Source: an optimization exercise on an open RTL-to-GDS flow (aim: small area and a short achievable clock period). Production flows keep margins and buffers that such runs may drop.
At most, simulation tests tie the RTL to the original design; equivalence was not proved.
Power figures rest on the tool's default switching activity, not on a simulated workload.

Design knaha_exec, start of the top module:
module knaha_exec (
    input  wire        clk,
    input  wire        rst,         
    input  wire        mode_init,   
    input  wire [31:0] instr,       
    input  wire [15:0] ext_a,       
    input  wire [15:0] ext_b,       
    input  wire [15:0] dx,          
    input  wire [15:0] dy,          
    output wire        wa_en,       
    output wire [7:0]  wa_dst,
    output wire [15:0] wa_data,
    output wire        wb_en,       
    output wire [7:0]  wb_dst,
    output wire [15:0] wb_data,
    output wire        dmac_go,     
    output wire [3:0]  pred         
);
    reg [15:0] gp [0:15];
    reg [15:0] alu_a;
    reg [3:0]  alu_op_r;     
    reg        alu_sub_r;
    reg [15:0] alu_x_r;
    reg [15:0] alu_y_r;
    reg [15:0] cmp_a;
    reg [1:0]  cmp_p;
    reg [15:0] mac_a;
    reg [2:0]  g;            
    reg        g3;           
    reg        mode;         
    reg        st_drop, st_ovf;
    wire [39:0] acc;
    wire        mac_ready;
    wire [15:0] alu_res;
    wire g3_eff = mode ? mac_ready : g3;
    wire [3:0] gv = {g3_eff, g};
    assign pred = gv;
    wire        paired = instr[31];
    wire        imm    = ~paired & instr[26];
    wire [7:0]  src_a = paired ? {2'b00, instr[28:23]} : instr[25:18];
    wire [7:0]  dst_a = paired ? {1'b0, instr[22:16]}
                               : (imm ? instr[9:2] : instr[17:10]);
    wire [5:0]  src_b = instr[13:8];
    wire [6:0]  dst_b = instr[7:1];
    reg ca;
    always @(*) begin
        case (instr[29:27])
            3'd0: ca = 1'b1;
            3'd1: ca = gv[0];
            3'd2: ca = gv[1];
            3'd3: ca = gv[2];
            3'd4: ca = gv[3];
            3'd5: ca = gv[0] & gv[1];
            3'd6: ca = gv[2] & gv[3];
            default: ca = gv[0] | gv[1];
        endcase
    end
    wire ga_long  = instr[30] ^ ca;
    wire ga_short = short_ok(instr[30:29], gv[1:0]);
    wire gb_short = short_ok(instr[15:14], gv[1:0]);
    function short_ok(input [1:0] c, input [1:0] p);
        case (c)
            2'd0: short_ok = 1'b1;
            2'd1: short_ok = p[0];
            2'd2: short_ok = p[1];
  ...
make LEC_CHECK=0 ABC_AREA=1 CAP_MARGIN=20 CORE_MARGIN=2 CORE_UTILIZATION=50 PLACE_DENSITY=0.65 SETUP_SLACK_MARGIN=4.0 SLEW_MARGIN=20 finish   # period 11.0 ns
run.sh (not shown) runs the stock make flow with config.mk's settings and CLKGATE_MAP_FILE= SYNTH_SCRIPT=/design/flow/synth_recipe.tcl, a recipe that flattens the netlist after the stock synthesis.
Next try:
==> flow/flow/run.sh (new file) <==
#!/bin/bash
# The standard layout with a freer resizer: cells may change footprint, port
# buffers start as buf_2 and delay cells are not used. The synthesis is the
# standard one, run unchanged.
set -euo pipefail
DU="$(sed -n '/^export DONT_USE_CELLS += /,/^#/p' $FLOW_HOME/platforms/sky130hd/config.mk | grep -o 'sky130_fd_sc_hd__[a-z0-9_]*' | tr '\n' ' ')"
DU="$DU sky130_fd_sc_hd__clkdlybuf4s15_1 sky130_fd_sc_hd__clkdlybuf4s15_2 sky130_fd_sc_hd__clkdlybuf4s18_1 sky130_fd_sc_hd__clkdlybuf4s18_2 sky130_fd_sc_hd__clkdlybuf4s25_1 sky130_fd_sc_hd__clkdlybuf4s25_2 sky130_fd_sc_hd__clkdlybuf4s50_1 sky130_fd_sc_hd__clkdlybuf4s50_2 sky130_fd_sc_hd__dlygate4sd1_1 sky130_fd_sc_hd__dlygate4sd2_1 sky130_fd_sc_hd__dlygate4sd3_1 sky130_fd_sc_hd__dlymetal6s2s_1 sky130_fd_sc_hd__dlymetal6s4s_1 sky130_fd_sc_hd__dlymetal6s6s_1"
echo "DONT_USE_CELLS=$DU" > dont_use.log
bash standard.sh synth > synth_run.log 2>&1
bash standard.sh MATCH_CELL_FOOTPRINT=0 "DONT_USE_CELLS=$DU" \
    "BUFFER_PORTS_ARGS=-buffer_cell sky130_fd_sc_hd__buf_2" finish > finish_run.log 2>&1
==> flow/standard.sh (new file) <==
#!/bin/bash
# synth_recipe.tcl (not shown) runs the flow's synth.tcl, then flattens the netlist and writes it again
# the make line also repeats each setting of config.mk as NAME=value (left out here)
make -C /OpenROAD-flow-scripts/flow DESIGN_CONFIG=/design/flow/config.mk WORK_HOME=/design/flow/orfs CLKGATE_MAP_FILE= SYNTH_SCRIPT=/design/flow/synth_recipe.tcl "${@:-finish}"
Settings changed: CAP_MARGIN 20 to 30, PLACE_DENSITY 0.65 to 0.6, SLEW_MARGIN 20 to 30.
removed: flow/run.sh
Total power goes down by 2.1%.
Worst setup slack loses 0.0086 ns.
Sequential power barely changes.
Via count fell by 1.5%.
Final cell count fell by 0.48%.
Utilization decreases by 3.2 points.
Fmax barely changes.
Next try:
Settings changed: CAP_MARGIN 30 to 20, PLACE_DENSITY 0.6 to 0.65, SLEW_MARGIN 30 to 20.
The changed run finished clean.
Total power came out lower by about 2.2%.
Non-clock buffer count came out higher by 7.
Synthesized cell count is unchanged.
Via count came out higher by 1.0%.
Routed wire length came out higher by about 0.9%.
Clock skew came out lower by 0.039 ns.


Another version of the RTL of knaha_exec (not shown whole).
Size in the first run: roughly 5600 cells after synthesis, roughly 150 I/O pins, ~0.038 mm2 of cells after synthesis.
clock: 11.0 ns
lec_check: 0
abc_area: 1
cap_margin: 20
core_margin: 2
core_utilization: 50
place_density: 0.65
setup_slack_margin: 3.5
slew_margin: 20
standard.sh (not shown) runs the stock make flow with config.mk's settings and CLKGATE_MAP_FILE= SYNTH_SCRIPT=/design/flow/synth_recipe.tcl, a recipe that flattens the netlist after the stock synthesis.
==> flow/flow/run.sh <==
#!/bin/bash
# The standard layout, with the resizer free to change a cell's footprint
# (so port buffers and other cells can be resized to any buffer/drive).
# The synthesis is the standard one, run unchanged.
set -euo pipefail
bash standard.sh synth > synth_run.log 2>&1
bash standard.sh MATCH_CELL_FOOTPRINT=0 finish > finish_run.log 2>&1
Change:
==> flow/run.sh (new file) <==
#!/bin/bash
# synth_recipe.tcl (not shown) runs the flow's synth.tcl, then flattens the netlist and writes it again
# the make line also repeats each setting of config.mk as NAME=value (left out here)
make -C /OpenROAD-flow-scripts/flow DESIGN_CONFIG=/design/flow/config.mk WORK_HOME=/design/flow/orfs CLKGATE_MAP_FILE= SYNTH_SCRIPT=/design/flow/synth_recipe.tcl finish
removed: flow/flow/run.sh
removed: flow/standard.sh
After rerunning: Power shrinks by 0.43%; setup slack improved by 30 ps; design area rises by about 0.7%; non-clock buffer count increases by 21; clock skew rose by 3.8 ps; cell count grows by 0.43%; wire length is higher by about 0.3%.
Function was not checked in any run of this note: the RTL went through the layout flow alone.

-- afterwards: timing with drivers on the ports --
The results above use ideal ports. As a check the final layouts listed here were re-extracted and re-timed, cells and wires unchanged.
Step 1, drivers: a clkbuf_16 drives clk and a buf_2 each remaining input, both assumed.
Step 2 adds t to the input delays and takes it off the output delays; t is the mean of the earliest and latest rising clock arrival at the registers after step 1. Input paths then give back, and output paths get back, about the clock's delay inside the block.
Three values: ideal ports, drivers, drivers and shift; two values: the first two.
run | shift t [ns] | slack for setup (ns) | worst register clock-pin slew, ns
the first run of note 1 | 0.725 | 3.787 / 3.748 / 3.244 | 0.08 / 0.08
the second run of note 1 | 0.722 | 3.779 / 3.751 / 3.479 | 0.07 / 0.07
the third run of note 1 | 0.719 | 3.790 / 3.766 / 3.180 | 0.08 / 0.08
the first run of note 2 | 0.712 | 3.314 / 3.290 / 3.290 | 0.07 / 0.07
the second run of note 2 | 0.711 | 3.343 / 3.317 / 3.317 | 0.07 / 0.07
After both steps every run listed still meets setup and hold. For the third run of note 1, which loses most, drivers alone change the setup slack by -0.024 ns; drivers and shift together by -0.610 ns.
